Source: an optimization exercise on an open RTL-to-GDS flow (aim: small area, a short achievable clock period and few clock cycles per item). Production flows keep margins and buffers that such runs may drop.
Only simulation tests tie the RTL to the original design; equivalence was not proved.
Power figures rest on the tool's default switching activity, not on a simulated workload.

===== design/flow/config.mk =====
export PLATFORM = sky130hd
export DESIGN_NAME = enc_scaler
export DESIGN_NICKNAME = enc_scaler
export VERILOG_FILES = /design/flow/design.v
export SDC_FILE = /design/flow/constraint.sdc
export NUM_CORES = 4
export LEC_CHECK = 0
export CAP_MARGIN = 20
export CORE_MARGIN = 2
export CORE_UTILIZATION = 40
export PLACE_DENSITY = 0.6
export SLEW_MARGIN = 20

===== design/flow/constraint.sdc =====
create_clock -name core_clock -period 10.0 [get_ports {clk}]
set_input_delay 2.0000 -clock core_clock [delete_from_list [all_inputs] [get_ports {clk}]]
set_output_delay 2.0000 -clock core_clock [all_outputs]
set_load 0.01 [all_outputs]

===== design/flow/design.v =====
module enc_filter (
    input  wire        clk,
    input  wire        rst,
    input  wire        line_in,
    input  wire [15:0] min_edge,
    output reg         level,      
    output wire        accept,     
    output wire        reject      
);
    reg        sample;
    reg        pending;
    reg        last;
    reg [15:0] left;
    wire diff = sample ^ level;
    reg [16:0] brw;
    integer i;
    always @(*) begin
        brw[0] = 1'b1;
        for (i = 0; i < 16; i = i + 1)
            brw[i+1] = brw[i] & ~left[i];
    end
    wire [15:0] left_dec = left ^ brw[15:0];
    assign reject = pending & ~diff;
    assign accept = pending & diff & last;
    always @(posedge clk) begin
        if (rst) begin
            sample  <= line_in;
            level   <= line_in;
            pending <= 1'b0;
        end else begin
            sample <= line_in;
            if (!pending) begin
                if (diff) begin
                    pending <= 1'b1;
                    left    <= min_edge;
                    last    <= (min_edge == 16'd1);
                end
            end else if (!diff || last) begin
                pending <= 1'b0;
                if (diff)
                    level <= sample;
            end else begin
                left <= left_dec;
                last <= (left == 16'd2);
            end
        end
    end
endmodule
module pos_scaler (
    input  wire        clk,
    input  wire        rst,
    input  wire [31:0] count,       
    input  wire [31:0] count_ext,   
    input  wire        req_valid,
    output wire        req_ready,
    input  wire        req_set,
    input  wire [63:0] req_value,
    input  wire [31:0] pos_num,     
    input  wire [30:0] pos_den,     
    output reg         resp_valid,
    output wire [63:0] resp_pos
);
    localparam M_IDLE = 2'd0;
    localparam M_MUL  = 2'd1;
    localparam M_DONE = 2'd2;
    localparam M_PREP = 2'd3;      
    localparam D_IDLE = 2'd0;
    localparam D_DIV  = 2'd1;
    localparam D_DONE = 2'd2;
    localparam F_IDLE = 2'd0;
    localparam F_LO   = 2'd1;
    localparam F_HI   = 2'd2;
    reg [1:0]  mstate;
    reg [1:0]  dst [0:2];     
    reg [1:0]  fstate;
    reg [1:0]  nxt;           
    reg [1:0]  fturn;         
    reg [63:0] offset;
    reg [63:0] QF;            
    reg        setf, invf;
    reg        fcin0;         
    reg        fcy;           
    reg [2:0]  cntm;          
    reg [3:0]  mcyc;          
    reg [7:1]  tmm;           
    reg        negm;          
    reg        setm;
    reg        wfix;          
    reg [39:0] PS, PC;        
    reg [30:0] denm;
    reg [31:0] NM;            
    reg [31:0] HM;            
    reg [63:0] LM;            
    reg [63:0] valm;          
    reg  fmove;               
    reg  xfer;                
    reg  rdy;                 
    wire m_take = rdy;
    assign req_ready = m_take;
    wire c_sign = count_ext[31] ^ (count[31] & (count_ext[30:0] == 31'd0));
    wire c_wrap = (count_ext == 32'h8000_0000) & count[31];
    reg  [7:0]  qnz;
    reg  [3:0]  m_need;
    integer j;
    always @(*) begin
        qnz[0] = ({count[7:0], 1'b0} != 9'h000) & ({count[7:0], 1'b0} != 9'h1FF);
        qnz[4] = ({count_ext[7:0], 1'b0} != 9'h000) & ({count_ext[7:0], 1'b0} != 9'h1FF);
        for (j = 1; j < 4; j = j + 1) begin
            qnz[j]     = (count[8*j-1 +: 9] != 9'h000) & (count[8*j-1 +: 9] != 9'h1FF);
            qnz[j + 4] = (count_ext[8*j-1 +: 9] != 9'h000) & (count_ext[8*j-1 +: 9] != 9'h1FF);
        end
        m_need = 4'd1;
        for (j = 0; j < 8; j = j + 1)
            if (qnz[j]) m_need = j + 1;
    end
    function [2:0] booth;
        input [2:0] b;
        begin
            booth[2] = b[1] ^ b[0];
            booth[1] = (b == 3'b100) | (b == 3'b011);
            booth[0] = b[2] & ~(b[1] & b[0]);
        end
    endfunction
    wire       nx_y = (cntm == 3'd3) ? 1'b0 : LM[7];     
    wire       prep = (mstate == M_PREP);
    wire [8:0] nbits = prep ? {LM[7:0], 1'b0} : {LM[15:8], nx_y};
    wire       nneg = negm;
    wire       ntop = ~prep & (cntm == 3'd6) & wfix;      
    reg  [2:0] nb [0:3];
    integer t;
    always @(*) begin
        for (t = 0; t < 4; t = t + 1)
            nb[t] = booth(nbits[2*t +: 3]);
    end
    reg  [3:0]  s_one, s_two, s_ng;
    always @(*) begin
        for (t = 0; t < 4; t = t + 1) begin
            s_one[t] = nb[t][2];
            s_two[t] = nb[t][1];
            s_ng[t]  = (nb[t][0] ^ nneg ^ (t == 3 ? ntop : 1'b0)) & (nb[t][2] | nb[t][1]);
        end
    end
    wire [33:0] nx = {{2{NM[31]}}, NM};
    reg  [39:0] pp [0:3];
    reg  [33:0] px;
    always @(*) begin
        for (t = 0; t < 4; t = t + 1) begin
            px    = (s_one[t] ? nx : (s_two[t] ? {nx[32:0], 1'b0} : 34'd0)) ^ {34{s_ng[t]}};
            pp[t] = {{6{px[33]}}, px} << (2 * t);
        end
    end
    wire [39:0] ng_b = {33'd0, s_ng[3], 1'b0, s_ng[2], 1'b0, s_ng[1], 1'b0, s_ng[0]};
    wire [39:0] a1s  = pp[0] ^ pp[1] ^ pp[2];
    wire [39:0] a1c  = {((pp[0] & pp[1]) | (pp[0] & pp[2]) | (pp[1] & pp[2])), 1'b0};
    wire [39:0] a2s  = pp[3] ^ ng_b ^ a1s;
    wire [39:0] a2c  = {((pp[3] & ng_b) | (pp[3] & a1s) | (ng_b & a1s)), 1'b0};
    wire [39:0] b1s  = a1c ^ a2s ^ a2c;
    wire [39:0] b1c  = {((a1c & a2s) | (a1c & a2c) | (a2s & a2c)), 1'b0};
    wire [39:0] op_h = {{8{HM[31]}}, HM};
    wire [39:0] c1s  = op_h ^ PS ^ PC;
    wire [39:0] c1c  = {((op_h & PS) | (op_h & PC) | (PS & PC)), 1'b0};
    wire [39:0] msum = c1s + c1c;
    wire m_last = ({1'b0, cntm} + 4'd1 == mcyc);
    wire [32:0] den3m = {1'b0, denm, 1'b0} + {2'b00, denm};
    wire [2:0]  last;
    wire [63:0] vlo [0:2];
    wire [63:0] val [0:2];
    wire [30:0] rem [0:2];
    wire [7:1]  tmd [0:2];
    wire [2:0]  negd, setd;
    genvar g;
    generate
        for (g = 0; g < 3; g = g + 1) begin : g_div
            pos_div u_d (
                .clk(clk), .load(xfer & (nxt == g)),
                .ld_h(HM), .ld_l(LM), .ld_den(denm), .ld_den3(den3m), .ld_m(mcyc),
                .ld_tm(tmm), .ld_neg(negm), .ld_set(setm), .ld_val(valm),
                .div_en(dst[g] == D_DIV),
                .last(last[g]), .vlo(vlo[g]), .rem(rem[g]), .tm(tmd[g]),
                .neg(negd[g]), .set(setd[g]), .val(val[g])
            );
        end
    endgenerate
    assign resp_pos = QF;
    wire        fhi = (fstate == F_HI);
    wire [31:0] fq   = QF[31:0] ^ {32{invf}};
    wire        fcin = fhi ? fcy : fcin0;
    wire [32:0] fsum = {1'b0, offset[31:0]} + {1'b0, fq} + {32'd0, fcin};
    wire [63:0] mv   = vlo[fturn];
    wire [7:1]  mtm  = tmd[fturn];
    reg  [63:0] mq;
    integer k;
    always @(*) begin
        for (k = 0; k < 64; k = k + 1)
            mq[k] = mv[k] & ((k < 36) ? 1'b1 : mtm[(k - 32) >> 2]);
    end
    wire mneg = negd[fturn];
    wire mset = setd[fturn];
    wire mrz  = (rem[fturn] == 31'd0);
    function [1:0] inc3;
        input [1:0] x;
        inc3 = (x == 2'd2) ? 2'd0 : x + 2'd1;
    endfunction
    reg [1:0] mstate_n, fstate_n, nxt_n, fturn_n;
    reg [1:0] dst_n [0:2];
    integer u;
    always @(*) begin
        mstate_n = mstate;
        fstate_n = fstate;
        nxt_n    = xfer ? inc3(nxt) : nxt;
        fturn_n  = fmove ? inc3(fturn) : fturn;
        case (mstate)
            M_IDLE: if (req_valid) mstate_n = M_PREP;
            M_PREP: mstate_n = M_MUL;
            M_MUL:  if (m_last) mstate_n = M_DONE;
            default: if (xfer) mstate_n = req_valid ? M_PREP : M_IDLE;
        endcase
        for (u = 0; u < 3; u = u + 1) begin
            dst_n[u] = dst[u];
            case (dst[u])
                D_IDLE: if (xfer & (nxt == u)) dst_n[u] = D_DIV;
                D_DIV:  if (last[u]) dst_n[u] = D_DONE;
                default: if (fmove & (fturn == u)) dst_n[u] = (xfer & (nxt == u)) ? D_DIV : D_IDLE;
            endcase
        end
        case (fstate)
            F_IDLE: if (fmove) fstate_n = F_LO;
            default: fstate_n = fhi ? F_IDLE : F_HI;
        endcase
        if (rst) begin
            mstate_n = M_IDLE;
            fstate_n = F_IDLE;
            nxt_n    = 2'd0;
            fturn_n  = 2'd0;
            for (u = 0; u < 3; u = u + 1)
                dst_n[u] = D_IDLE;
        end
    end
    wire fmove_n = (fstate_n == F_IDLE) & (dst_n[fturn_n] == D_DONE);
    wire free_n  = (dst_n[nxt_n] == D_IDLE) |
                   ((dst_n[nxt_n] == D_DONE) & fmove_n & (fturn_n == nxt_n));
    wire xfer_n  = (mstate_n == M_DONE) & free_n;
    wire take_n  = (mstate_n == M_IDLE) | xfer_n;
    always @(posedge clk) begin
        mstate <= mstate_n;
        fstate <= fstate_n;
        nxt    <= nxt_n;
        fturn  <= fturn_n;
        for (u = 0; u < 3; u = u + 1)
            dst[u] <= dst_n[u];
        rdy    <= take_n;
        fmove  <= fmove_n;
        xfer   <= xfer_n;
        if (rst) begin
            resp_valid <= 1'b0;
            offset     <= 64'd0;
        end else begin
            resp_valid <= fhi;
            if (fmove) begin
                if (mset)
                    offset <= val[fturn];
            end else if (fstate != F_IDLE) begin
                if (setf)
                    offset <= {fsum[31:0], offset[63:32]};
                else
                    offset <= {offset[31:0], offset[63:32]};
            end
        end
    end
    always @(posedge clk) begin
        if (fstate == F_IDLE) begin
            QF    <= mq;
            setf  <= mset;
            invf  <= mneg ^ mset;
            fcin0 <= mset ? (~mneg | ~mrz) : (mneg & mrz);
        end else begin
            fcy <= fsum[32];
            if (setf)
                QF <= {offset[31:0], QF[63:32]};
            else
                QF <= {fsum[31:0], QF[63:32]};
        end
    end
    always @(posedge clk) begin
        PS <= b1s;
        PC <= b1c;
        if (m_take) begin
            LM   <= {count_ext, count};
            HM   <= 32'd0;
            NM   <= pos_num;
            denm <= pos_den;
            valm <= req_value;
            negm <= c_sign ^ pos_num[31];
            wfix <= c_wrap;
            mcyc <= m_need;
            for (j = 1; j < 8; j = j + 1)
                tmm[j] <= (j < {m_need, 1'b0});
            setm <= req_set;
            cntm <= 3'd0;
        end else if (mstate == M_MUL) begin
            HM   <= msum[39:8];
            LM   <= {msum[7:0], LM[63:8]};
            cntm <= cntm + 3'd1;
        end
    end
endmodule
module pos_div (
    input  wire        clk,
    input  wire        load,
    input  wire [31:0] ld_h,
    input  wire [63:0] ld_l,
    input  wire [30:0] ld_den,
    input  wire [32:0] ld_den3,
    input  wire [3:0]  ld_m,
    input  wire [7:1]  ld_tm,
    input  wire        ld_neg,
    input  wire        ld_set,
    input  wire [63:0] ld_val,
    input  wire        div_en,
    output wire        last,
    output wire [63:0] vlo,
    output wire [30:0] rem,
    output reg  [7:1]  tm,
    output reg         neg,
    output reg         set,
    output reg  [63:0] val
);
    reg [6:0]  cntd;          
    reg [30:0] den;
    reg [32:0] den3;          
    reg [30:0] R;             
    reg [95:0] V;             
    assign vlo = V[63:0];
    assign rem = R;
    wire [30:0] sm1  = den | (den >> 1);
    wire [30:0] sm2  = sm1 | (sm1 >> 2);
    wire [30:0] sm4  = sm2 | (sm2 >> 4);
    wire [30:0] sm8  = sm4 | (sm4 >> 8);
    wire [30:0] sm16 = sm8 | (sm8 >> 16);
    wire [30:0] ge_p = ~(sm16 >> 1);
    wire [46:0] w16 = {R, V[95:80]};
    wire [38:0] w8  = {R, V[95:88]};
    wire ok16 = (cntd[6:4] != 3'd0) & ~|w16[46:31] & ~|(w16[30:0] & ge_p);
    wire ok8  = (cntd[6:3] != 4'd0) & ~|w8[38:31]  & ~|(w8[30:0]  & ge_p);
    wire [34:0] w4 = {R, V[95:92]};
    wire ok4  = (cntd[6:2] != 5'd0) & ~|w4[34:31]  & ~|(w4[30:0]  & ge_p);
    wire [33:0] xw  = {1'b0, R, V[95], V[94]};
    wire [33:0] dA  = xw - {3'b000, den};
    wire [33:0] dB  = xw - {2'b00, den, 1'b0};
    wire [33:0] dC  = xw - {1'b0, den3};
    wire        q1  = ~dB[33];
    wire        q2  = q1 ? ~dC[33] : ~dA[33];
    wire [30:0] r2  = q1 ? (q2 ? dC[30:0] : dB[30:0]) : (q2 ? dA[30:0] : xw[30:0]);
    wire [6:0] cnt_dec = ok16 ? cntd - 7'd16 : (ok8 ? cntd - 7'd8 : (ok4 ? cntd - 7'd4 : cntd - 7'd2));
    assign last = (cnt_dec == 7'd0);
    always @(posedge clk) begin
        if (load) begin
            V    <= {ld_h, ld_l};
            R    <= 31'd0;
            den  <= ld_den;
            den3 <= ld_den3;
            cntd <= 7'd32 + {ld_m, 3'b000};
            tm   <= ld_tm;
            neg  <= ld_neg;
            set  <= ld_set;
            val  <= ld_val;
        end else if (div_en) begin
            if (ok16) begin
                R <= w16[30:0];
                V <= {V[79:0], 16'd0};
            end else if (ok8) begin
                R <= w8[30:0];
                V <= {V[87:0], 8'd0};
            end else if (ok4) begin
                R <= w4[30:0];
                V <= {V[91:0], 4'd0};
            end else begin
                R <= r2;
                V <= {V[93:0], q1, q2};
            end
            cntd <= cnt_dec;
        end
    end
endmodule
module enc_scaler (
    input  wire        clk,
    input  wire        rst,
    input  wire        enc_a,
    input  wire        enc_b,
    input  wire [15:0] min_edge,
    input  wire        cnt_load,
    input  wire [31:0] cnt_load_count,
    input  wire [31:0] cnt_load_ext,
    input  wire        fault_load,
    input  wire [31:0] fault_load_val,
    input  wire        status_clr,
    output wire        filt_a,
    output wire        filt_b,
    output reg  [31:0] count,
    output reg  [31:0] count_ext,
    output reg         wrap_flag,
    output reg  [31:0] fault_count,
    output reg         fault_sat,
    input  wire        req_valid,
    output wire        req_ready,
    input  wire        req_set,
    input  wire [63:0] req_value,
    input  wire [31:0] pos_num,
    input  wire [30:0] pos_den,
    output wire        resp_valid,
    output wire [63:0] resp_pos
);
    wire acc_a, rej_a, acc_b, rej_b;
    enc_filter u_fa (
        .clk(clk), .rst(rst), .line_in(enc_a), .min_edge(min_edge),
        .level(filt_a), .accept(acc_a), .reject(rej_a)
    );
    enc_filter u_fb (
        .clk(clk), .rst(rst), .line_in(enc_b), .min_edge(min_edge),
        .level(filt_b), .accept(acc_b), .reject(rej_b)
    );
    wire both    = acc_a & acc_b;
    wire step    = acc_a ^ acc_b;                
    wire up      = acc_a ? (filt_a == filt_b) : (filt_a != filt_b);
    reg  [32:0] c_inc, c_dec, e_inc, e_dec;
    integer i;
    always @(*) begin
        c_inc[0] = 1'b1; c_dec[0] = 1'b1;
        e_inc[0] = 1'b1; e_dec[0] = 1'b1;
        for (i = 0; i < 32; i = i + 1) begin
            c_inc[i+1] = c_inc[i] &  count[i];
            c_dec[i+1] = c_dec[i] & ~count[i];
            e_inc[i+1] = e_inc[i] &  count_ext[i];
            e_dec[i+1] = e_dec[i] & ~count_ext[i];
        end
    end
    wire at_max  = c_inc[31] & ~count[31];       
    wire at_min  = c_dec[31] &  count[31];       
    wire wrap_up = step &  up & at_max;          
    wire wrap_dn = step & ~up & at_min;
    wire [31:0] count_step = count ^ (up ? c_inc[31:0] : c_dec[31:0]);
    wire [31:0] ext_step   = count_ext ^ (wrap_dn ? e_dec[31:0] : e_inc[31:0]);
    wire [2:0] fault_inc = {rej_a & rej_b, rej_a ^ rej_b, both};
    wire [3:0] f_lo      = {1'b0, fault_count[2:0]} + {1'b0, fault_inc};
    reg  [29:0] f_all;                           
    always @(*) begin
        f_all[0] = 1'b1;
        for (i = 0; i < 29; i = i + 1)
            f_all[i+1] = f_all[i] & fault_count[i+3];
    end
    wire        f_ovf      = f_lo[3] & f_all[29];
    wire [31:0] fault_next = f_ovf ? 32'hFFFF_FFFF :
                             {fault_count[31:3] ^ (f_all[28:0] & {29{f_lo[3]}}), f_lo[2:0]};
    always @(posedge clk) begin
        if (rst) begin
            count       <= 32'd0;
            count_ext   <= 32'd0;
            wrap_flag   <= 1'b0;
            fault_count <= 32'd0;
            fault_sat   <= 1'b0;
        end else begin
            if (cnt_load) begin
                count     <= cnt_load_count;
                count_ext <= cnt_load_ext;
            end else begin
                if (step)
                    count <= count_step;
                if (wrap_up | wrap_dn)
                    count_ext <= ext_step;
            end
            if ((wrap_up | wrap_dn) & ~cnt_load)
                wrap_flag <= 1'b1;
            else if (status_clr)
                wrap_flag <= 1'b0;
            if (fault_load)
                fault_count <= fault_load_val;
            else
                fault_count <= fault_next;
            if (!fault_load && fault_inc != 3'd0 && (f_ovf | (f_all[29] & (f_lo == 4'b0111))))
                fault_sat <= 1'b1;
            else if (status_clr)
                fault_sat <= 1'b0;
        end
    end
    pos_scaler u_ps (
        .clk(clk), .rst(rst), .count(count), .count_ext(count_ext),
        .req_valid(req_valid), .req_ready(req_ready),
        .req_set(req_set), .req_value(req_value),
        .pos_num(pos_num), .pos_den(pos_den),
        .resp_valid(resp_valid), .resp_pos(resp_pos)
    );
endmodule

===== design/flow/flow/run.sh =====
#!/bin/bash
set -euo pipefail
bash standard.sh SETUP_SLACK_MARGIN=5.5 finish > flow_make.log 2>&1

===== design/flow/standard.sh =====
#!/bin/bash
# synth_recipe.tcl (not shown) runs the flow's synth.tcl, then flattens the netlist and writes it again
# the make line also repeats each setting of config.mk as NAME=value (left out here)
make -C /OpenROAD-flow-scripts/flow DESIGN_CONFIG=/design/flow/config.mk WORK_HOME=/design/flow/orfs CLKGATE_MAP_FILE= SYNTH_SCRIPT=/design/flow/synth_recipe.tcl "${@:-finish}"

==> summary.txt, run 1 <==
fraction of the cycle the final worst path needs 0.451; routing usage on met3 0.0636; Worst Setup Slack, final 5490 ps; Vias/cell 6.20; run status complete, no violations; wire length after detailed routing 389000 um; starting density of the core 0.402; Final Instance Area 111000 sq um; final setup vio count 0; leading cell type in the layout, fill and taps excluded nand2_1; IO Port Bufs between 400 and 500; share of layout cells above drive strength 1 0.0927; Synthesis Warnings 12; power after layout between 30 and 40 mW; via count of the first global-routing pass between 80000 and 90000; antenna-violating nets left 0; summed negative setup slack over all endpoints 0 ps; Hold Crit Class flop to flop; combined area of all synthesized cells between 90000 and 100000 sq um; pre-CTS worst setup slack 3930 ps; fraction of the yosys area taken by sequential cells 0.398; clock tree from TritonCTS yes; number of standard cells after synthesis 10500; number of synthesized flops with an enable pin between 900 and 1000; CTS Root Cell clkbuf_16; most common flop cell mapped by yosys edfxtp_1; top cell type's share of synthesized area 0.302; initial antenna violation count 31; IO Pins 414; Power Dens Cells 278 nW/um^2; first-pass iteration count of the detailed router 17; height of the chip between 400 and 500 um; number of synthesized register bits 1400; worst supply voltage drop on vdd approximately 0.00019 V; RD Place Congestion 0.993; pin count of the biggest net entering global routing about 180; kind of launch point of the worst setup path flop; synthesized area per cell 8.97 sq um; DR iter-0 viols roughly 11000; Die X-Extent 490 um; distinct cell type count after synthesis 111; worst-case headroom to the max-slew limit 0.209; Layout Area Growth over Synthesis 17.4%; post-layout minimum cycle time between 4000 and 5000 ps; final number of hold-violating endpoints 0; number of placement rows 178; final setup skew about 110 ps; Cells after DPL between 10000 and 15000; LEAKAGE 42.5 nW; wire length of the first global-routing pass 560000 um; actual transition at the worst max-transition pin 1180 ps; fraction of synthesis flops using an asynchronous set or reset pin 0; number of buffers inserted for hold repair after clock tree synthesis 0; number of pins with negative max-slew slack in the final report 0; largest fanout on the critical path 6; die area roughly 240000 sq um; DRC errors left 0; number of sinks handled by clock tree synthesis 1400; combined global-route utilization of all metal layers 0.312; H-tree levels 4; leading cell types by total area after synthesis edfxtp_1 30%, dfxtp_1 9.6%, ha_1 6.6%, nand2_1 5.5%, a21oi_1 4.7%; data required time at the worst endpoint between 10000 and 15000 ps; final core utilization 0.471; post-placement cell area 101000 sq um; most frequent cells in the layout 1381 x nand2_1, 947 x edfxtp_1, 904 x nor2_1; most used routing layer met2; number of nets in the synthesized netlist around 11000; CTS Buf Count 167; cell type contributing the most total cell area after synthesis edfxtp_1; net count reported at finish ~12000; Placeable Area 235000 sq um; M1 GR Usage 0.426; routed wire length per instance 27.6 um; critical setup path kind flop to flop; Worst Setup End Kind flop; worst endpoint data arrival time between 5000 and 6000 ps; post-layout instance count excluding filler cells around 14000; post-detail-place hpwl 274000 um; via count slightly below 90000; source-to-sink clock delay at the later pin of the worst-skew pair 890 ps; worst-case hold slack between 400 and 500 ps; clock input transition at the sequential cells of the worst setup and hold paths 60 ps; met2 capacity usage during global routing 0.466; maximum clock path buffer count 3; RSZ-0062 raised after global routing yes; overall overflow remaining after global route 0; number of maximum-capacitance violations 0; highest attainable clock frequency 222 MHz
[registers in the layout, summed over array words and instances, names as in the netlist, 18 cells and up]
register             count
u_ps.g_div.u_d.den3     96
u_ps.denm               31
u_ps.g_div.u_d.cntd     18
u_ps.valm               64
count                   32
u_ps.offset             64
u_ps.LM                 64
u_ps.g_div.u_d.R        93
u_ps.g_div.u_d.val     192
u_ps.QF                 64
u_ps.PS                 40
u_ps.NM                 32
u_ps.HM                 32
u_ps.g_div.u_d.den      93
u_ps.g_div.u_d.V       288
fault_count             32
u_ps.PC                 37
count_ext               32
[per-layer routing]
layer	wire, um	share of wire
met1	161000	0.41
met2	167000	0.43
met3	38400	0.099
met4	23400	0.060
met5	172	0.00044
[cell type report]
type,instances,area (sq um)
Timing Repair Buffer,739,7220
Multi-Input combinational cell,7952,53900
Inverter,523,1990
Clock inverter,94,1420
Fill cell,22300,124000
Antenna cell,12,30.0
Clock buffer,221,4580
Tap cell,3150,3940
Sequential cell,1400,37600
[path summary, 6_finish.rpt]
check | from | endpoint | slack [ps] | cells past startpoint
hold reg to reg | u_ps.valm[5]$_DFFE_PP_ | u_ps.g_div[1].u_d.val[5]$_DFFE_PP_ | 450 | 0
setup reg to reg | u_ps.g_div[1].u_d.R[26]$_SDFFE_PP0P_ | u_ps.rdy$_DFF_P_ | 5490 | 15
setup / recovery | u_ps.g_div[1].u_d.R[26]$_SDFFE_PP0P_ | u_ps.rdy$_DFF_P_ | 5490 | 15
hold / removal | u_ps.valm[5]$_DFFE_PP_ | u_ps.g_div[1].u_d.val[5]$_DFFE_PP_ | 450 | 0
[worst max-delay path: stages (launching register included)]
cell,delay (ps)
dfxtp_2,400
or4_1,630
nor3_4,250
o21ai_1,160
nor4bb_4,460
and4_4,340
nand3_4,190
buf_12,220
or3_1,310
nand4_1,130
and4bb_2,280
a211o_1,320
a31oi_2,240
a21o_1,150
a31oi_1,50
buf_4,170
[timing repair]
item	CTS	global route
setup endpoints to repair	411	206
buffers inserted	88	80
cloned	19	6
resized for setup	207	160
pin swaps	37	55
[cells by family after synthesis]
group / count (synthesis) / share of synthesized area
adder cells (fa/ha/maj): 616 / 0.0910
AO/OA/AOI/OAI: 3133 / 0.215
other: 1 / 0.0000398
XOR/XNOR: 558 / 0.0518
AND/OR/NAND/NOR: 3205 / 0.151
buffers and inverters: 1178 / 0.0473
multiplexers: 427 / 0.0464
flip-flops: 1400 / 0.398
[synth_stat cells (37+ instances only)]
master and count:
a211oi_1 188, a21o_1 143, a21oi_1 887, a221oi_1 65, a222oi_1 80, a22oi_1 180, a311oi_1 110, a31oi_1 98
and2_1 37, and3_1 49, buf_1 129, clkbuf_1 503, dfxtp_1 453, edfxtp_1 947, fa_1 117, ha_1 499
inv_1 521, mux2_2 79, mux2i_1 347, nand2_1 1392, nand2b_1 83, nand3_1 131, nand4_1 59, nor2_1 914
nor2b_1 102, nor3_1 158, nor4_1 60, o2111ai_1 44, o211ai_1 96, o21a_1 91, o21ai_0 751, o21bai_1 42
o31ai_1 37, or3_1 74, xnor2_1 317, xor2_1 241
[power breakdown]
group / internal (mW) / switching, mW / total [mW]
Sequential: 7.29 / 1.63 / 8.92
Clock: 3.92 / 2.79 / 6.72
Combinational: 6.16 / 8.95 / 15.1
Total: 17.4 / 13.4 / 30.7
Testbench counts, summed over its fixed seeds: cycles 9,226, items 800.
==> run 2, diff against run 1 <==
--- a/design/flow/config.mk
+++ b/design/flow/config.mk
@@ -9,4 +9,4 @@
 export CORE_MARGIN = 2
-export CORE_UTILIZATION = 40
-export PLACE_DENSITY = 0.6
+export CORE_UTILIZATION = 55
+export PLACE_DENSITY = 0.75
 export SLEW_MARGIN = 20
==> summary.txt, run 2 <==
run status complete, no violations (unchanged); met3 wire len 41400 um (was 38400 um); data required time at the worst endpoint 10690 ps (was 10700 ps); DR iter-0 viols 12400 (was 10800); Reg power frac 0.290 (about the same); final number of hold-violating endpoints 0 (unchanged); worst supply voltage drop on vdd 0.000265 V (was 0.000187 V); count leader, synth nand2_1 (unchanged); Cells after DPL 12600 (was 13600); top post-synthesis cells by count 1392 x nand2_1, 947 x edfxtp_1, 914 x nor2_1, 887 x a21oi_1, 751 x o21ai_0 (unchanged); switching fraction of total power 0.437 (was 0.435); initial antenna violation count 27 (was 31); LEAKAGE 42.1 nW (was 42.5 nW); DRC errors left 0 (unchanged); final setup vio count 0 (unchanged); internal cell power 17.2 mW (was 17.4 mW); r2r worst-path depth 11 (was 15); starting density of the core 0.555 (was 0.402); part of the total power dissipated in combinational logic 0.500 (was 0.491); register with the highest flop count u_ps.g_div.u_d.V (unchanged); critical setup path kind flop to flop (unchanged); post-layout minimum cycle time 4440 ps (was 4510 ps); most frequent cells in the layout 1382 x nand2_1, 947 x edfxtp_1, 906 x nor2_1 (was 1381 x nand2_1, 947 x edfxtp_1, 904 x nor2_1); actual transition at the worst max-transition pin 1240 ps (was 1180 ps); Layout Area Growth over Synthesis 15.4% (was 17.4%); routed wire length per instance 28.9 um (was 27.6 um); wire length on met1 141000 um (was 161000 um); IO Port Bufs 413 (unchanged); wire length of the first global-routing pass 546000 um (was 560000 um); leading cell type in the layout, fill and taps excluded nand2_1 (unchanged); Synthesis Warnings 12 (unchanged); Hold Path Stages 2 (was 0); number of placement rows 151 (was 178); antenna-violating nets left 0 (unchanged); RD Place Congestion 1.03 (was 0.993); die area 175000 sq um (was 240000 sq um); # fillers 13900 (was 22300); worst-case headroom to the max-slew limit 0.168 (was 0.209); synthesized area per cell 8.97 sq um (unchanged); pin count of the biggest net entering global routing 131 (was 184); top cell type's share of synthesized area 0.302 (unchanged); number of synthesized flops with an enable pin 947 (unchanged); kind of launch point of the worst setup path flop (unchanged); first-pass iteration count of the detailed router 15 (was 17); post-detail-place hpwl 266000 um (was 274000 um); CTS Buf Count 160 (was 167); wire length after detailed routing 379000 um (was 389000 um); Worst Setup End Kind flop (unchanged); final core utilization 0.641 (was 0.471); number of standard cells after synthesis 10500 (unchanged); clock tree from TritonCTS yes (unchanged); CTS Root Cell clkbuf_16 (unchanged); biggest regs u_ps.g_div.u_d.V: 288 flops, u_ps.g_div.u_d.val: 192 flops, u_ps.g_div.u_d.den3: 96 flops (unchanged); via count 88500 (was 87400); top routing layer used met5 (unchanged); number of nets in the synthesized netlist 11400 (unchanged); net count reported at finish 11600 (about the same); combined global-route utilization of all metal layers 0.416 (was 0.312); fraction of the yosys area taken by sequential cells 0.398 (unchanged); cell type contributing the most total cell area after synthesis edfxtp_1 (unchanged); Power Dens Cells 280 nW/um^2 (was 278 nW/um^2); power after layout 30.5 mW (was 30.7 mW); source-to-sink clock delay at the later pin of the worst-skew pair 850 ps (was 890 ps); most common flop cell mapped by yosys edfxtp_1 (unchanged); highest attainable clock frequency 225 MHz (was 222 MHz); RSZ-0062 raised after global routing yes (unchanged); Met2 Wirelength 166000 um (was 167000 um); height of the chip 418 um (was 490 um); number of sinks handled by clock tree synthesis 1400 (unchanged); number of pins with negative max-slew slack in the final report 0 (unchanged); IO Pins 414 (unchanged); maximum clock path buffer count 3 (unchanged); via count of the first global-routing pass 82800 (was 82200); Die X-Extent 418 um (was 490 um); combined area of all synthesized cells 94300 sq um (unchanged); overall overflow remaining after global route 0 (unchanged); number of synthesized register bits 1400 (unchanged); largest fanout on the critical path 46 (was 6); Vias/cell 6.75 (was 6.20); summed negative setup slack over all endpoints 0 ps (unchanged); number of maximum-capacitance violations 0 (unchanged); fraction of synthesis flops using an asynchronous set or reset pin 0 (unchanged); H-tree levels 4 (unchanged); worst endpoint data arrival time 5130 ps (was 5210 ps); Hold Crit Class flop to flop (unchanged); final setup skew 50.0 ps (was 108 ps); share of layout cells above drive strength 1 0.0888 (was 0.0927); post-layout instance count excluding filler cells 13100 (was 14100); clock input transition at the sequential cells of the worst setup and hold paths 60 ps (about the same); max FFs per register 288 (unchanged); distinct cell type count after synthesis 111 (unchanged); worst-case hold slack 454 ps (about the same); switching power total 13.3 mW (was 13.4 mW); share of power burned in the clock network 0.210 (was 0.219); leading cell types by total area after synthesis edfxtp_1 30%, dfxtp_1 9.6%, ha_1 6.6%, nand2_1 5.5%, a21oi_1 4.7% (unchanged); fraction of the cycle the final worst path needs 0.444 (was 0.451); Placeable Area 170000 sq um (was 235000 sq um)
[run 2: final timing paths]
check                                             from                                end  slack [ps]
setup reg to reg  u_ps.g_div[1].u_d.R[23]$_SDFFE_PP0P_  u_ps.g_div[1].u_d.V[20]$_DFFE_PP_        5560
setup / recovery  u_ps.g_div[1].u_d.R[23]$_SDFFE_PP0P_  u_ps.g_div[1].u_d.V[20]$_DFFE_PP_        5560
hold / removal            u_ps.offset[44]$_SDFFE_PP0P_       u_ps.offset[44]$_SDFFE_PP0P_         450
hold reg to reg           u_ps.offset[44]$_SDFFE_PP0P_       u_ps.offset[44]$_SDFFE_PP0P_         450
[run 2: final cells by class]
type,instances,area (sq um),area share
Tap cell,2218,2780,0.0255
Antenna cell,22,55.1,0.000506
Sequential cell,1400,37600,0.345
Clock buffer,200,4420,0.0406
Inverter,523,1990,0.0183
Clock inverter,100,1270,0.0117
Timing Repair Buffer,701,6920,0.0636
Multi-Input combinational cell,7951,53800,0.495
[run 2: per-layer routing]
layer,up-vias,track usage
met5,-,0
met1,42500,0.523
met2,5731,0.637
li1,38900,-
met3,1314,0.0970
met4,14,0.285
[run 2: kinds of logic (layout without fill, tap and decap cells)]
group	Yosys count	count (layout)	synth area share
other cells	1	23	0.0000398
fa+ha+maj	616	616	0.0910
compound gates	3133	3135	0.215
simple gates	3205	3213	0.151
xor+xnor	558	558	0.0518
flops	1400	1400	0.398
buf+inv	1178	1524	0.0473
mux	427	428	0.0464
[run 2: metrics by stage]
step | setup WS [ps] | instance area (sq um)
finish | 5560 | 109000
global route | 5420 | 109000
CTS | 5500 | 107000
detailed placement | 3890 | 100000
global placement | 3990 | 100000
floorplan | 5510 | 94300
[run 2: power by group through the flow]
stage,logic [mW],clock network (mW),registers (mW)
finish,15.2,6.39,8.84
global route,16.5,6.62,8.81
CTS,14.3,6.42,8.72
detailed placement,13.8,0,8.85
global placement,13.5,0,8.84
floorplan,9.96,0,8.00
[run 2: critical path: stages (launching register included)]
cell and delay [ps]:
dfxtp_2 410, or4_1 540, nor3_2 240, o21ai_1 160
nor4bb_1 390, and4_2 360, nand3_4 150, buf_12 220
nor2_4 530, buf_4 620, a222oi_1 330, a21oi_1 230
[run 2: what timing repair did]
item                       CTS  global route
pin swaps                   31            53
hold buffers                 0             0
setup buffers               65            69
gates resized for setup    164           163
setup endpoints to repair  406           373
cloned                      13            11
==> run 3, diff against run 2 <==
==> design/flow/flow/run.sh (replaced) <==
#!/bin/bash
set -euo pipefail
bash standard.sh SETUP_SLACK_MARGIN=6 finish > flow_make.log 2>&1
--- a/design/flow/config.mk
+++ b/design/flow/config.mk
@@ -9,4 +9,4 @@
 export CORE_MARGIN = 2
-export CORE_UTILIZATION = 55
-export PLACE_DENSITY = 0.75
+export CORE_UTILIZATION = 40
+export PLACE_DENSITY = 0.6
 export SLEW_MARGIN = 20
==> summary.txt, run 3 <==
run status complete, no violations (unchanged); HP Start u_ps.offset[44]$_SDFFE_PP0P_ (unchanged); post-layout minimum cycle time 4260 ps (was 4440 ps); number of synthesized register bits 1400 (unchanged); number of buffers inserted for hold repair after clock tree synthesis 0 (unchanged); max FFs per register 288 (unchanged); maximum clock path buffer count 3 (unchanged); via count of the first global-routing pass 83300 (was 82800); number of placement rows 178 (was 151); height of the chip 490 um (was 418 um); source-to-sink clock delay at the later pin of the worst-skew pair 880 ps (was 850 ps); worst-case hold slack 455 ps (was 454 ps); IO Port Bufs 413 (unchanged); final setup skew 102 ps (was 50.0 ps); IO Pins 414 (unchanged); startpoint of the worst register-to-register path u_ps.g_div[2].u_d.den[18]$_DFFE_PP_ (was u_ps.g_div[1].u_d.R[23]$_SDFFE_PP0P_); clock tree from TritonCTS yes (unchanged); number of synthesized flops with an enable pin 947 (unchanged); number of nets in the synthesized netlist 11400 (unchanged); routed wire length per instance 27.9 um (was 28.9 um); CTS Root Cell clkbuf_16 (unchanged); Die X-Extent 490 um (was 418 um); wire length of the first global-routing pass 569000 um (was 546000 um); via count 89500 (was 88500); top cell type's share of synthesized area 0.302 (unchanged); DR iter-0 viols 10800 (was 12400); Synthesis Warnings 12 (unchanged); clock input transition at the sequential cells of the worst setup and hold paths 70 ps (was 60 ps); Hold Path Stages 2 (unchanged); overall overflow remaining after global route 0 (unchanged); highest attainable clock frequency 235 MHz (was 225 MHz); combined global-route utilization of all metal layers 0.318 (was 0.416); antenna-violating nets left 0 (unchanged); critical setup path kind flop to flop (unchanged); Vias/cell 6.22 (was 6.75); number of sinks handled by clock tree synthesis 1400 (unchanged); data required time at the worst endpoint 10750 ps (was 10690 ps); RD Place Congestion 1.02 (was 1.03); actual transition at the worst max-transition pin 1220 ps (was 1240 ps); die area 240000 sq um (was 175000 sq um); Hold Crit Class flop to flop (unchanged); LEAKAGE 44.9 nW (was 42.1 nW); synthesized area per cell 8.97 sq um (unchanged); Power Dens Cells 285 nW/um^2 (was 280 nW/um^2); summed negative setup slack over all endpoints 0 ps (unchanged); endpoint with the worst hold slack u_ps.offset[44]$_SDFFE_PP0P_ (unchanged); most frequent cells in the layout 1364 x nand2_1, 947 x edfxtp_1, 892 x nor2_1 (was 1382 x nand2_1, 947 x edfxtp_1, 906 x nor2_1); register-to-register setup slack 5740 ps (was 5560 ps); final setup vio count 0 (unchanged); kind of launch point of the worst setup path flop (unchanged); number of pins with negative max-slew slack in the final report 0 (unchanged); fraction of the yosys area taken by sequential cells 0.398 (unchanged); fraction of the cycle the final worst path needs 0.426 (was 0.444); Reg-to-Reg End u_ps.xfer$_DFF_P_ (was u_ps.g_div[1].u_d.V[20]$_DFFE_PP_); r2r worst-path depth 16 (was 11); Placeable Area 235000 sq um (was 170000 sq um); H-tree levels 4 (unchanged); wire length after detailed routing 402000 um (was 379000 um); largest fanout on the critical path 6 (was 46); cell type contributing the most total cell area after synthesis edfxtp_1 (unchanged); count leader, synth nand2_1 (unchanged); worst-case headroom to the max-slew limit 0.184 (was 0.168); Layout Area Growth over Synthesis 23.6% (was 15.4%); top post-synthesis cells by count 1392 x nand2_1, 947 x edfxtp_1, 914 x nor2_1, 887 x a21oi_1, 751 x o21ai_0 (unchanged); distinct cell type count after synthesis 111 (unchanged); fraction of synthesis flops using an asynchronous set or reset pin 0 (unchanged); first-pass iteration count of the detailed router 11 (was 15); final number of hold-violating endpoints 0 (unchanged); number of maximum-capacitance violations 0 (unchanged); starting density of the core 0.402 (was 0.555); post-detail-place hpwl 275000 um (was 266000 um); register with the highest flop count u_ps.g_div.u_d.V (unchanged); leading cell type in the layout, fill and taps excluded nand2_1 (unchanged); share of layout cells above drive strength 1 0.153 (was 0.0888); most common flop cell mapped by yosys edfxtp_1 (unchanged); initial antenna violation count 28 (was 27); pin count of the biggest net entering global routing 170 (was 131); biggest regs u_ps.g_div.u_d.V: 288 flops, u_ps.g_div.u_d.val: 192 flops, u_ps.g_div.u_d.den3: 96 flops (unchanged); net count reported at finish 12000 (was 11600); number of standard cells after synthesis 10500 (unchanged); RSZ-0062 raised after global routing yes (unchanged); worst endpoint data arrival time 5010 ps (was 5130 ps); CTS Buf Count 167 (was 160); worst supply voltage drop on vdd 0.000161 V (was 0.000265 V); combined area of all synthesized cells 94300 sq um (unchanged); DRC errors left 0 (unchanged); Worst Setup End Kind flop (unchanged); leading cell types by total area after synthesis edfxtp_1 30%, dfxtp_1 9.6%, ha_1 6.6%, nand2_1 5.5%, a21oi_1 4.7% (unchanged)
-- run 3: worst max path at each step --
stage / from / to / slack [ps]
3_5_place_dp: u_ps.g_div[0].u_d.V[94]$_DFFE_PP_ / u_ps.g_div[0].u_d.R[23]$_SDFFE_PP0P_ / 4020
2_1_floorplan: rst / u_fa.last$_DFFE_PP_ / 5710
4_1_cts: u_ps.g_div[0].u_d.V[95]$_DFFE_PP_ / u_ps.g_div[0].u_d.R[16]$_SDFFE_PP0P_ / 5890
6_report: u_ps.g_div[2].u_d.den[18]$_DFFE_PP_ / u_ps.xfer$_DFF_P_ / 5740
3_3_place_gp: u_ps.g_div[1].u_d.V[95]$_DFFE_PP_ / u_ps.g_div[1].u_d.R[3]$_SDFFE_PP0P_ / 4160
5_1_grt: u_ps.g_div[0].u_d.den[14]$_DFFE_PP_ / u_ps.xfer$_DFF_P_ / 5670
-- run 3: layout make-up --
type,count,area [sq um]
clock inverters,104,1470
diodes,11,27.5
clock buffers,208,4480
repair buffers,1049,10700
multi-input cells,7950,56200
fillers,21800,118000
inverters,523,2010
well taps,3150,3940
flip-flops and latches,1400,37800
-- run 3: logic make-up (layout without fill, tap and decap cells) --
group	count (synthesis)	count (layout)	synth area share
simple gates	3205	3214	0.151
compound gates	3133	3134	0.215
flops	1400	1400	0.398
buf+inv	1178	1884	0.0473
fa+ha+maj	616	616	0.0910
xor+xnor	558	558	0.0518
mux	427	427	0.0464
other cells	1	12	0.0000398
-- run 3: stage by stage --
stage | util | setup WS, ps | instances | instance area, sq um | power, mW
after global placement | 0.432 | 4160 | 13600 | 101000 | 22.6
after CTS | 0.482 | 5890 | 14200 | 113000 | 31.5
after detailed placement | 0.432 | 4020 | 13600 | 101000 | 22.7
after global routing | 0.496 | 5670 | 14400 | 117000 | 34.8
final | 0.496 | 5740 | 14400 | 117000 | 33.3
after floorplan | - | 5710 | 10500 | 94400 | 18.0
-- run 3: power breakdown --
| part | switching [mW] | internal [mW] |
|---|---|---|
| clock | 2.82 | 3.79 |
| sequential | 1.60 | 7.31 |
| combinational | 10.0 | 7.73 |
-- run 3: repair_timing --
item / 4_1_cts / 5_1_grt
gates resized for setup: 655 / 449
cloned: 33 / 12
pin swaps: 171 / 256
buffers inserted: 304 / 152
setup endpoints to repair: 707 / 498
hold endpoints to repair: 0 / 0
-- run 3: per-layer routing --
metal | track usage | up-vias | wire length, um | part of all wire
met4 | 0.163 | 22 | 24200 | 0.060
li1 | - | 39600 | - | -
met2 | 0.482 | 5080 | 174000 | 0.43
met3 | 0.0610 | 1098 | 39600 | 0.099
met5 | 0 | - | 152 | 0.00038
met1 | 0.431 | 43600 | 164000 | 0.41
-- run 3: worst max-delay path: stages, from the launching register on --
cell and delay (ps):
edfxtp_1 550, nor3_4 320, nand4_1 310, buf_6 240, nor4_4 210, a211o_1 240, nor4_4 70, buf_4 170
and2_4 160, buf_12 130, a211o_1 290, nor3b_4 270, nand3_4 230, o21ai_2 250, o2bb2ai_2 140, a41oi_2 180
a2111oi_2 380

==> afterwards: timing with drivers on the ports <==
The results above use ideal ports. As a check the final layouts listed here were re-extracted and re-timed, cells and wires unchanged.
Step 1 sets driving cells, clkbuf_16 on the clock port and buf_2 on the other inputs (assumed; they add their load-dependent delay and slew).
Step 2 adds t to the input delays and takes it off the output delays; t is the mean of the earliest and latest rising clock arrival at the registers after step 1. Input paths then give back, and output paths get back, about the clock's delay inside the block.
Slacks: ideal / step 1 / step 2; pairs: ideal / step 1.
| run | t, ns | setup WS [ns] | hold slack, ns | clock arrival spread, ns |
|---|---|---|---|---|
| run 1 | 0.943 | 5.495 / 5.495 / 5.495 | 0.454 / 0.454 / 0.454 | 0.110 / 0.110 |
| run 2 | 0.917 | 5.560 / 5.560 / 5.404 | 0.454 / 0.454 / 0.454 | 0.051 / 0.050 |
| run 3 | 0.928 | 5.741 / 5.741 / 5.677 | 0.455 / 0.455 / 0.455 | 0.113 / 0.113 |
After both steps setup and hold are still met in every run listed. The setup slack of run 2, which loses most, moves by 0.000 ns with the drivers and by -0.156 ns with both steps.
